From an optimization exercise on the open Yosys and OpenROAD flow, aimed at small area, a short achievable clock period and few clock cycles per item; shortcuts taken in it are not production practice. In this exercise RTL edits were held to simulation tests only and were not proved equivalent to the original.

==> run a <==
// aes_engine
module aes_engine (
    input  wire         clk,
    input  wire         rst,         
    input  wire         in_valid,
    output wire         in_ready,
    input  wire         aes256,      
    input  wire [255:0] key,
    input  wire [127:0] din,         
    output reg          out_valid,
    output reg  [127:0] dout         
);
export LEC_CHECK = 0
export CAP_MARGIN = 20
export CELL_PAD_IN_SITES_DETAIL_PLACEMENT = 1
export CELL_PAD_IN_SITES_GLOBAL_PLACEMENT = 2
export CORE_MARGIN = 2
export CORE_UTILIZATION = 50
export SLEW_MARGIN = 20
create_clock -name core_clock -period 12.0 [get_ports {clk}]
standard.sh (not shown) runs the stock make flow with config.mk's settings and CLKGATE_MAP_FILE= SYNTH_SCRIPT=/design/flow/synth_recipe.tcl, a recipe that flattens the netlist after the stock synthesis.
==> flow/flow/run.sh <==
#!/bin/bash
# Layout: the standard flow (standard.sh), with the standard synthesis
# unchanged. Only two things differ from the standard layout:
#  - timing repair (after floorplan, CTS and global routing) aims for
#    SETUP_SLACK_MARGIN ns of setup slack at the design's clock, so the
#    resizer sizes the critical paths instead of stopping at 12 ns;
#  - the port buffers are buf_2 cells instead of the default delay buffers.
# Gate cloning stays off so that every register keeps its name and count.
# Each step's full output is in synth.log and layout.log here, and in the
# per-step logs ORFS writes under orfs/logs.
set -uo pipefail
MARGIN=$(cat flow/margin.txt)
bash standard.sh synth > synth.log 2>&1 || exit 1
bash standard.sh SETUP_SLACK_MARGIN="$MARGIN" SKIP_GATE_CLONING=1 \
    BUFFER_PORTS_ARGS="-buffer_cell sky130_fd_sc_hd__buf_2" finish > layout.log 2>&1 || exit 1
==> flow/flow/margin.txt <==
8.5
==> run b: changes against run a <==
--- a/flow/design.v
+++ b/flow/design.v
@@ -208,20 +208,21 @@
 );
     reg          s_busy, p_busy;
     reg          s_m256, p_m256;
     reg  [3:0]   s_rnd,  p_rnd;
     reg  [127:0] s_state;            
-    reg  [255:0] s_kw,   p_kw;       
+    reg  [255:0] s_kw;               
+    reg  [127:0] p_nw;               
+    reg  [127:0] p_q;                
     reg  [127:0] p_u;                
     reg  [63:0]  p_m;                
     reg  [79:0]  p_x;                
     reg  [15:0]  p_km;               
     reg  [19:0]  p_kx;               
     reg          p_last;             
-    reg          p_swap;             
     reg          p_rot;              
-    reg  [7:0]   p_rcon;             
+    reg          p_nrot;             
     reg          ready_o;            
     reg          ready;
     assign in_ready = ready_o;
     wire take = in_valid && ready_o;
     wire [127:0] u = s_state ^ s_kw[127:0];
@@ -272,11 +273,11 @@
         end
     endgenerate
     wire [31:0] ksub;
     generate
         for (gi = 0; gi < 4; gi = gi + 1) begin : g_ksb
-            aes_sbox_b u_ksb (.a(p_kw[31 - 8*gi -: 8]), .m(p_km[15 - 4*gi -: 4]), .x(p_kx[19 - 5*gi -: 5]),
+            aes_sbox_b u_ksb (.a(p_nw[31 - 8*gi -: 8]), .m(p_km[15 - 4*gi -: 4]), .x(p_kx[19 - 5*gi -: 5]),
                               .y(ksub[31 - 8*gi -: 8]));
         end
     endgenerate
     wire [3:0] rcon_idx = s_m256 ? (4'd6 - {1'b0, s_rnd[3:1]}) : (4'd9 - s_rnd);
     reg  [7:0] rcon;
@@ -293,52 +294,49 @@
             4'd8: rcon = 8'h1b;
             4'd9: rcon = 8'h36;
             default: rcon = 8'h00;
         endcase
     end
-    wire         k_new  = !ready && !p_swap;
-    wire         k_rot  = k_new && p_rot;
-    wire         k_nrot = k_new && !p_rot;
-    wire [31:0]  t    = ({ksub[23:0], ksub[31:24]} & {32{k_rot}}) | (ksub & {32{k_nrot}});
-    wire [127:0] base = p_m256 ? p_kw[255:128] : p_kw[127:0];
-    wire [31:0]  q0   = base[127:96] ^ {p_rcon, 24'h0};
+    wire         x_swap = s_m256 && (s_rnd == 4'd13);
+    wire         x_rot  = !s_m256 || !s_rnd[0];
+    wire [127:0] base = s_m256 ? s_kw[255:128] : s_kw[127:0];
+    wire [31:0]  q0   = base[127:96] ^ {x_rot ? rcon : 8'h00, 24'h0};
     wire [31:0]  q1   = q0 ^ base[95:64];
     wire [31:0]  q2   = q1 ^ base[63:32];
     wire [31:0]  q3   = q2 ^ base[31:0];
-    wire [127:0] a    = ready  ? key[255:128] :
-                        p_swap ? p_kw[255:128] : {q0, q1, q2, q3};
-    wire [127:0] next_newer = a ^ {t, t, t, t};
+    wire [127:0] q    = x_swap ? s_kw[255:128] : {q0, q1, q2, q3};
+    wire [31:0]  t  = ({ksub[23:0], ksub[31:24]} & {32{p_rot}}) | (ksub & {32{p_nrot}});
+    wire [127:0] rk = p_q ^ {t, t, t, t};
     wire n_free     = !s_busy || (s_rnd == 4'd0);
     wire n_conflict = take ? aes256
                            : (p_busy && !p_last && p_m256 && (p_rnd >= 4'd11));
     always @(posedge clk) begin
         p_busy <= s_busy;
         p_m256 <= s_m256;
         p_rnd  <= s_rnd;
         p_last <= (s_rnd == 4'd0);
-        p_swap <= s_m256 && (s_rnd == 4'd13);
-        p_rot  <= !s_m256 || !s_rnd[0];
-        p_rcon <= (!s_m256 || !s_rnd[0]) ? rcon : 8'h00;
+        p_rot  <= !x_swap && x_rot;
+        p_nrot <= !x_swap && !x_rot;
+        p_q    <= q;
+        p_nw   <= s_kw[127:0];
         p_u    <= u;
         p_m    <= m;
         p_x    <= x;
-        p_kw   <= s_kw;
         p_km   <= km;
         p_kx   <= kx;
         if (ready) begin
             s_m256  <= aes256;
             s_rnd   <= aes256 ? 4'd13 : 4'd9;
             s_state <= din;
-            s_kw[255:128] <= key[127:0];
+            s_kw    <= {key[127:0], key[255:128]};
         end else begin
             s_m256  <= p_m256;
             s_rnd   <= p_rnd - 4'd1;
             s_state <= mixed;
-            s_kw[255:128] <= p_kw[127:0];
+            s_kw    <= {p_nw, rk};
         end
-        s_kw[127:0] <= next_newer;
-        dout <= shifted ^ ({q0, q1, q2, q3} ^ {4{ksub[23:0], ksub[31:24]}});
+        dout <= shifted ^ rk;
         if (rst) begin
             s_busy    <= 1'b0;
             p_busy    <= 1'b0;
             out_valid <= 1'b0;
             ready     <= 1'b1;
==> flow/flow/run.sh (replaced) <==
#!/bin/bash
# Layout: the standard flow (standard.sh), with the standard synthesis
# unchanged. Only two things differ from the standard layout:
#  - timing repair (after floorplan, CTS and global routing) aims for
#    SETUP_SLACK_MARGIN ns of setup slack at the design's clock, so the
#    resizer sizes the critical paths instead of stopping at 12 ns;
#  - the port buffers are buf_1 cells instead of the default delay buffers.
# Gate cloning stays off so that every register keeps its name and count.
# Each step's full output is in synth.log and layout.log here, and in the
# per-step logs ORFS writes under orfs/logs.
set -uo pipefail
MARGIN=$(cat flow/margin.txt)
bash standard.sh synth > synth.log 2>&1 || exit 1
bash standard.sh SETUP_SLACK_MARGIN="$MARGIN" SKIP_GATE_CLONING=1 \
    BUFFER_PORTS_ARGS="-buffer_cell sky130_fd_sc_hd__buf_1" finish > layout.log 2>&1 || exit 1
==> flow/flow/margin.txt (replaced) <==
7.9
==> flow/config.mk (replaced) <==
export PLATFORM = sky130hd
export DESIGN_NAME = aes_engine
export DESIGN_NICKNAME = aes_engine
export VERILOG_FILES = /design/flow/design.v
export SDC_FILE = /design/flow/constraint.sdc
export NUM_CORES = 4
export LEC_CHECK = 0
export CAP_MARGIN = 20
export CELL_PAD_IN_SITES_DETAIL_PLACEMENT = 0
export CELL_PAD_IN_SITES_GLOBAL_PLACEMENT = 1
export CORE_MARGIN = 2
export CORE_UTILIZATION = 50
export CTS_CLUSTER_DIAMETER = 80
export CTS_CLUSTER_SIZE = 25
export SLEW_MARGIN = 20
==> run c: changes against run a <==
--- a/flow/design.v
+++ b/flow/design.v
@@ -1,6 +1,6 @@
-module aes_sbox_a (input wire [7:0] a, output wire [3:0] m, output wire [4:0] x);
+module aes_sbox_a (input wire [7:0] a, output wire [3:0] m);
     wire U0, U1, U2, U3, U4, U5, U6, U7;
     wire T1, T2, T3, T4, T5, T6, T7, T8, T9, T10, T11, T12, T13, T14, T15, T16, T17, T18, T19, T20, T21, T22, T23, T24, T25, T26, T27, M1, M2, M3, M4, M5, M6, M7, M8, M9, M10, M11, M12, M13, M14, M15, M16, M17, M18, M19, M20, M21, M22, M23, M24, M25, M26, M27, M28, M29, M30, M31, M32, M33, M34, M35, M36, M37, M38, M39, M40;
     assign U0 = a[7];
     assign U1 = a[6];
     assign U2 = a[5];
@@ -78,54 +78,45 @@
     assign M40 = M35 ^ M36;
     assign m[3] = M37;
     assign m[2] = M38;
     assign m[1] = M39;
     assign m[0] = M40;
-    assign x[4] = T8;
-    assign x[3] = T10;
-    assign x[2] = T17;
-    assign x[1] = T20;
-    assign x[0] = T23;
 endmodule
-module aes_sbox_b (input wire [7:0] a, input wire [3:0] m, input wire [4:0] x, output wire [7:0] y);
+module aes_sbox_b (input wire [7:0] a, input wire [3:0] m, output wire [7:0] y);
     wire U0, U1, U2, U3, U4, U5, U6, U7;
-    wire M37, M38, M39, M40, T8, T10, T17, T20, T23;
-    wire T1, T2, T3, T4, T5, T6, T7, T9, T11, T12, T13, T15, T16, T18, T19, T21, T22, T27, M41, M42, M43, M44, M45, M46, M47, M48, M49, M50, M51, M52, M53, M54, M55, M56, M57, M58, M59, M60, M61, M62, M63, L0, L1, L2, L3, L4, L5, L6, L7, L8, L9, L10, L11, L12, L13, L14, L15, L16, L17, L18, L19, L20, L21, L22, L23, L24, L25, L26, L27, L28, L29, S0, S1, S2, S3, S4, S5, S6, S7;
+    wire M37, M38, M39, M40;
+    wire T1, T2, T3, T4, T5, T6, T7, T8, T9, T10, T11, T12, T13, T15, T16, T17, T18, T19, T20, T21, T22, T23, T27, M41, M42, M43, M44, M45, M46, M47, M48, M49, M50, M51, M52, M53, M54, M55, M56, M57, M58, M59, M60, M61, M62, M63, L0, L1, L2, L3, L4, L5, L6, L7, L8, L9, L10, L11, L12, L13, L14, L15, L16, L17, L18, L19, L20, L21, L22, L23, L24, L25, L26, L27, L28, L29, S0, S1, S2, S3, S4, S5, S6, S7;
     assign U0 = a[7];
     assign U1 = a[6];
     assign U2 = a[5];
     assign U3 = a[4];
     assign U4 = a[3];
     assign U5 = a[2];
     assign U6 = a[1];
     assign U7 = a[0];
-    assign M37 = m[3];
-    assign M38 = m[2];
-    assign M39 = m[1];
-    assign M40 = m[0];
-    assign T8 = x[4];
-    assign T10 = x[3];
-    assign T17 = x[2];
-    assign T20 = x[1];
-    assign T23 = x[0];
     assign T1 = U0 ^ U3;
     assign T2 = U0 ^ U5;
     assign T3 = U0 ^ U6;
     assign T4 = U3 ^ U5;
     assign T5 = U4 ^ U6;
     assign T6 = T1 ^ T5;
     assign T7 = U1 ^ U2;
+    assign T8 = U7 ^ T6;
     assign T9 = U7 ^ T7;
+    assign T10 = T6 ^ T7;
     assign T11 = U1 ^ U5;
     assign T12 = U2 ^ U5;
     assign T13 = T3 ^ T4;
     assign T15 = T5 ^ T11;
     assign T16 = T5 ^ T12;
+    assign T17 = T9 ^ T16;
     assign T18 = U3 ^ U7;
     assign T19 = T7 ^ T18;
+    assign T20 = T1 ^ T19;
     assign T21 = U6 ^ U7;
     assign T22 = T7 ^ T21;
+    assign T23 = T2 ^ T22;
     assign T27 = T1 ^ T12;
     assign M41 = M38 ^ M40;
     assign M42 = M37 ^ M39;
     assign M43 = M37 ^ M38;
     assign M44 = M39 ^ M40;
@@ -192,10 +183,14 @@
     assign y[4] = S3;
     assign y[3] = S4;
     assign y[2] = S5;
     assign y[1] = S6;
     assign y[0] = S7;
+    assign M37 = m[3];
+    assign M38 = m[2];
+    assign M39 = m[1];
+    assign M40 = m[0];
 endmodule
 module aes_engine (
     input  wire         clk,
     input  wire         rst,         
     input  wire         in_valid,
@@ -211,39 +206,30 @@
     reg  [3:0]   s_rnd,  p_rnd;
     reg  [127:0] s_state;            
     reg  [255:0] s_kw,   p_kw;       
     reg  [127:0] p_u;                
     reg  [63:0]  p_m;                
-    reg  [79:0]  p_x;                
     reg  [15:0]  p_km;               
-    reg  [19:0]  p_kx;               
-    reg          p_last;             
-    reg          p_swap;             
-    reg          p_rot;              
-    reg  [7:0]   p_rcon;             
-    reg          ready_o;            
     reg          ready;
-    assign in_ready = ready_o;
-    wire take = in_valid && ready_o;
+    assign in_ready = ready;
+    wire take = in_valid && ready;
     wire [127:0] u = s_state ^ s_kw[127:0];
     wire [63:0]  m;
-    wire [79:0]  x;
     wire [15:0]  km;
-    wire [19:0]  kx;
     genvar gi;
     generate
         for (gi = 0; gi < 16; gi = gi + 1) begin : g_sa
-            aes_sbox_a u_sa (.a(u[127 - 8*gi -: 8]), .m(m[63 - 4*gi -: 4]), .x(x[79 - 5*gi -: 5]));
+            aes_sbox_a u_sa (.a(u[127 - 8*gi -: 8]), .m(m[63 - 4*gi -: 4]));
         end
         for (gi = 0; gi < 4; gi = gi + 1) begin : g_ksa
-            aes_sbox_a u_ksa (.a(s_kw[31 - 8*gi -: 8]), .m(km[15 - 4*gi -: 4]), .x(kx[19 - 5*gi -: 5]));
+            aes_sbox_a u_ksa (.a(s_kw[31 - 8*gi -: 8]), .m(km[15 - 4*gi -: 4]));
         end
     endgenerate
     wire [127:0] sub;
     generate
         for (gi = 0; gi < 16; gi = gi + 1) begin : g_sb
-            aes_sbox_b u_sb (.a(p_u[127 - 8*gi -: 8]), .m(p_m[63 - 4*gi -: 4]), .x(p_x[79 - 5*gi -: 5]),
+            aes_sbox_b u_sb (.a(p_u[127 - 8*gi -: 8]), .m(p_m[63 - 4*gi -: 4]),
                              .y(sub[127 - 8*gi -: 8]));
         end
     endgenerate
     wire [127:0] shifted;
     generate
@@ -272,15 +258,18 @@
         end
     endgenerate
     wire [31:0] ksub;
     generate
         for (gi = 0; gi < 4; gi = gi + 1) begin : g_ksb
-            aes_sbox_b u_ksb (.a(p_kw[31 - 8*gi -: 8]), .m(p_km[15 - 4*gi -: 4]), .x(p_kx[19 - 5*gi -: 5]),
+            aes_sbox_b u_ksb (.a(p_kw[31 - 8*gi -: 8]), .m(p_km[15 - 4*gi -: 4]),
                               .y(ksub[31 - 8*gi -: 8]));
         end
     endgenerate
-    wire [3:0] rcon_idx = s_m256 ? (4'd6 - {1'b0, s_rnd[3:1]}) : (4'd9 - s_rnd);
+    wire p_last  = (p_rnd == 4'd0);
+    wire p_swap  = p_m256 && (p_rnd == 4'd13);
+    wire use_rot = !p_m256 || !p_rnd[0];
+    wire [3:0] rcon_idx = p_m256 ? (4'd6 - {1'b0, p_rnd[3:1]}) : (4'd9 - p_rnd);
     reg  [7:0] rcon;
     always @(*) begin
         case (rcon_idx)
             4'd0: rcon = 8'h01;
             4'd1: rcon = 8'h02;
@@ -293,61 +282,46 @@
             4'd8: rcon = 8'h1b;
             4'd9: rcon = 8'h36;
             default: rcon = 8'h00;
         endcase
     end
-    wire         k_new  = !ready && !p_swap;
-    wire         k_rot  = k_new && p_rot;
-    wire         k_nrot = k_new && !p_rot;
-    wire [31:0]  t    = ({ksub[23:0], ksub[31:24]} & {32{k_rot}}) | (ksub & {32{k_nrot}});
+    wire [31:0]  t    = use_rot ? ({ksub[23:0], ksub[31:24]} ^ {rcon, 24'h0}) : ksub;
     wire [127:0] base = p_m256 ? p_kw[255:128] : p_kw[127:0];
-    wire [31:0]  q0   = base[127:96] ^ {p_rcon, 24'h0};
-    wire [31:0]  q1   = q0 ^ base[95:64];
+    wire [31:0]  q1   = base[127:96] ^ base[95:64];
     wire [31:0]  q2   = q1 ^ base[63:32];
     wire [31:0]  q3   = q2 ^ base[31:0];
-    wire [127:0] a    = ready  ? key[255:128] :
-                        p_swap ? p_kw[255:128] : {q0, q1, q2, q3};
-    wire [127:0] next_newer = a ^ {t, t, t, t};
+    wire [127:0] next_key = {base[127:96] ^ t, q1 ^ t, q2 ^ t, q3 ^ t};
     wire n_free     = !s_busy || (s_rnd == 4'd0);
     wire n_conflict = take ? aes256
                            : (p_busy && !p_last && p_m256 && (p_rnd >= 4'd11));
     always @(posedge clk) begin
         p_busy <= s_busy;
         p_m256 <= s_m256;
         p_rnd  <= s_rnd;
-        p_last <= (s_rnd == 4'd0);
-        p_swap <= s_m256 && (s_rnd == 4'd13);
-        p_rot  <= !s_m256 || !s_rnd[0];
-        p_rcon <= (!s_m256 || !s_rnd[0]) ? rcon : 8'h00;
         p_u    <= u;
         p_m    <= m;
-        p_x    <= x;
         p_kw   <= s_kw;
         p_km   <= km;
-        p_kx   <= kx;
         if (ready) begin
             s_m256  <= aes256;
             s_rnd   <= aes256 ? 4'd13 : 4'd9;
             s_state <= din;
-            s_kw[255:128] <= key[127:0];
+            s_kw    <= {key[127:0], key[255:128]};
         end else begin
             s_m256  <= p_m256;
             s_rnd   <= p_rnd - 4'd1;
             s_state <= mixed;
-            s_kw[255:128] <= p_kw[127:0];
+            s_kw    <= {p_kw[127:0], p_swap ? p_kw[255:128] : next_key};
         end
-        s_kw[127:0] <= next_newer;
-        dout <= shifted ^ ({q0, q1, q2, q3} ^ {4{ksub[23:0], ksub[31:24]}});
+        dout <= shifted ^ next_key;
         if (rst) begin
             s_busy    <= 1'b0;
             p_busy    <= 1'b0;
             out_valid <= 1'b0;
             ready     <= 1'b1;
-            ready_o   <= 1'b0;
         end else begin
             s_busy    <= take || (!ready && p_busy && !p_last);
             out_valid <= p_busy && p_last;
             ready     <= n_free && !n_conflict;
-            ready_o   <= n_free && !n_conflict;
         end
     end
 endmodule
==> flow/run.sh (new file) <==
#!/bin/bash
# synth_recipe.tcl (not shown) runs the flow's synth.tcl, then flattens the netlist and writes it again
# the make line also repeats each setting of config.mk as NAME=value (left out here)
make -C /OpenROAD-flow-scripts/flow DESIGN_CONFIG=/design/flow/config.mk WORK_HOME=/design/flow/orfs CLKGATE_MAP_FILE= SYNTH_SCRIPT=/design/flow/synth_recipe.tcl finish
--- a/flow/config.mk
+++ b/flow/config.mk
@@ -7,7 +7,7 @@
 export LEC_CHECK = 0
 export CAP_MARGIN = 20
 export CELL_PAD_IN_SITES_DETAIL_PLACEMENT = 1
 export CELL_PAD_IN_SITES_GLOBAL_PLACEMENT = 2
 export CORE_MARGIN = 2
-export CORE_UTILIZATION = 50
+export CORE_UTILIZATION = 30
 export SLEW_MARGIN = 20
removed: flow/flow/run.sh
removed: flow/flow/margin.txt
removed: flow/standard.sh
==> notes <==
The highest first-iteration DRC count belongs to run a, the lowest to run c. The highest synthesized cell count belongs to run c, the lowest to run b. In run c the core utilization is lower than in run b, by 19 points. The highest count of clock-buffer cells in the layout belongs to run a, the lowest to run b. Cell count, highest first: run c, run a, run b. Worst setup slack: run c < run b < run a. Maximum frequency, highest first: run a, run b, run c.
Testbench counts of run a, summed over its fixed seeds: cycles 24,932, items 2,048.
Testbench counts of run b, summed over its fixed seeds: cycles 24,932, items 2,048.
Testbench counts of run c, summed over its fixed seeds: cycles 24,932, items 2,048.

## re-timing with driven ports
In the flow no input, the clock included, has a driving cell. The finished layouts below were timed again as built, in two steps. Step 1 assumes that a clkbuf_16 drives the clock port and a buf_2 every other input. Step 2 times the ports against the registers' clock, not the clock port: input delays grow and output delays shrink by t, the midpoint of the rising clock arrivals with the driver on. a / b / c = no drivers / after step 1 / after step 2; a / b = the first two.
| run | shift t [ns] | slack for setup (ns) | latest minus earliest clock arrival (ns) |
|---|---|---|---|
| run a | 0.892 | 8.216 / 8.127 / 8.299 | 0.029 / 0.030 |
| run b | 0.777 | 7.916 / 7.916 / 7.916 | 0.035 / 0.036 |
| run c | 0.873 | 6.837 / 6.837 / 6.837 | 0.036 / 0.036 |
After both steps every run listed still meets setup and hold.
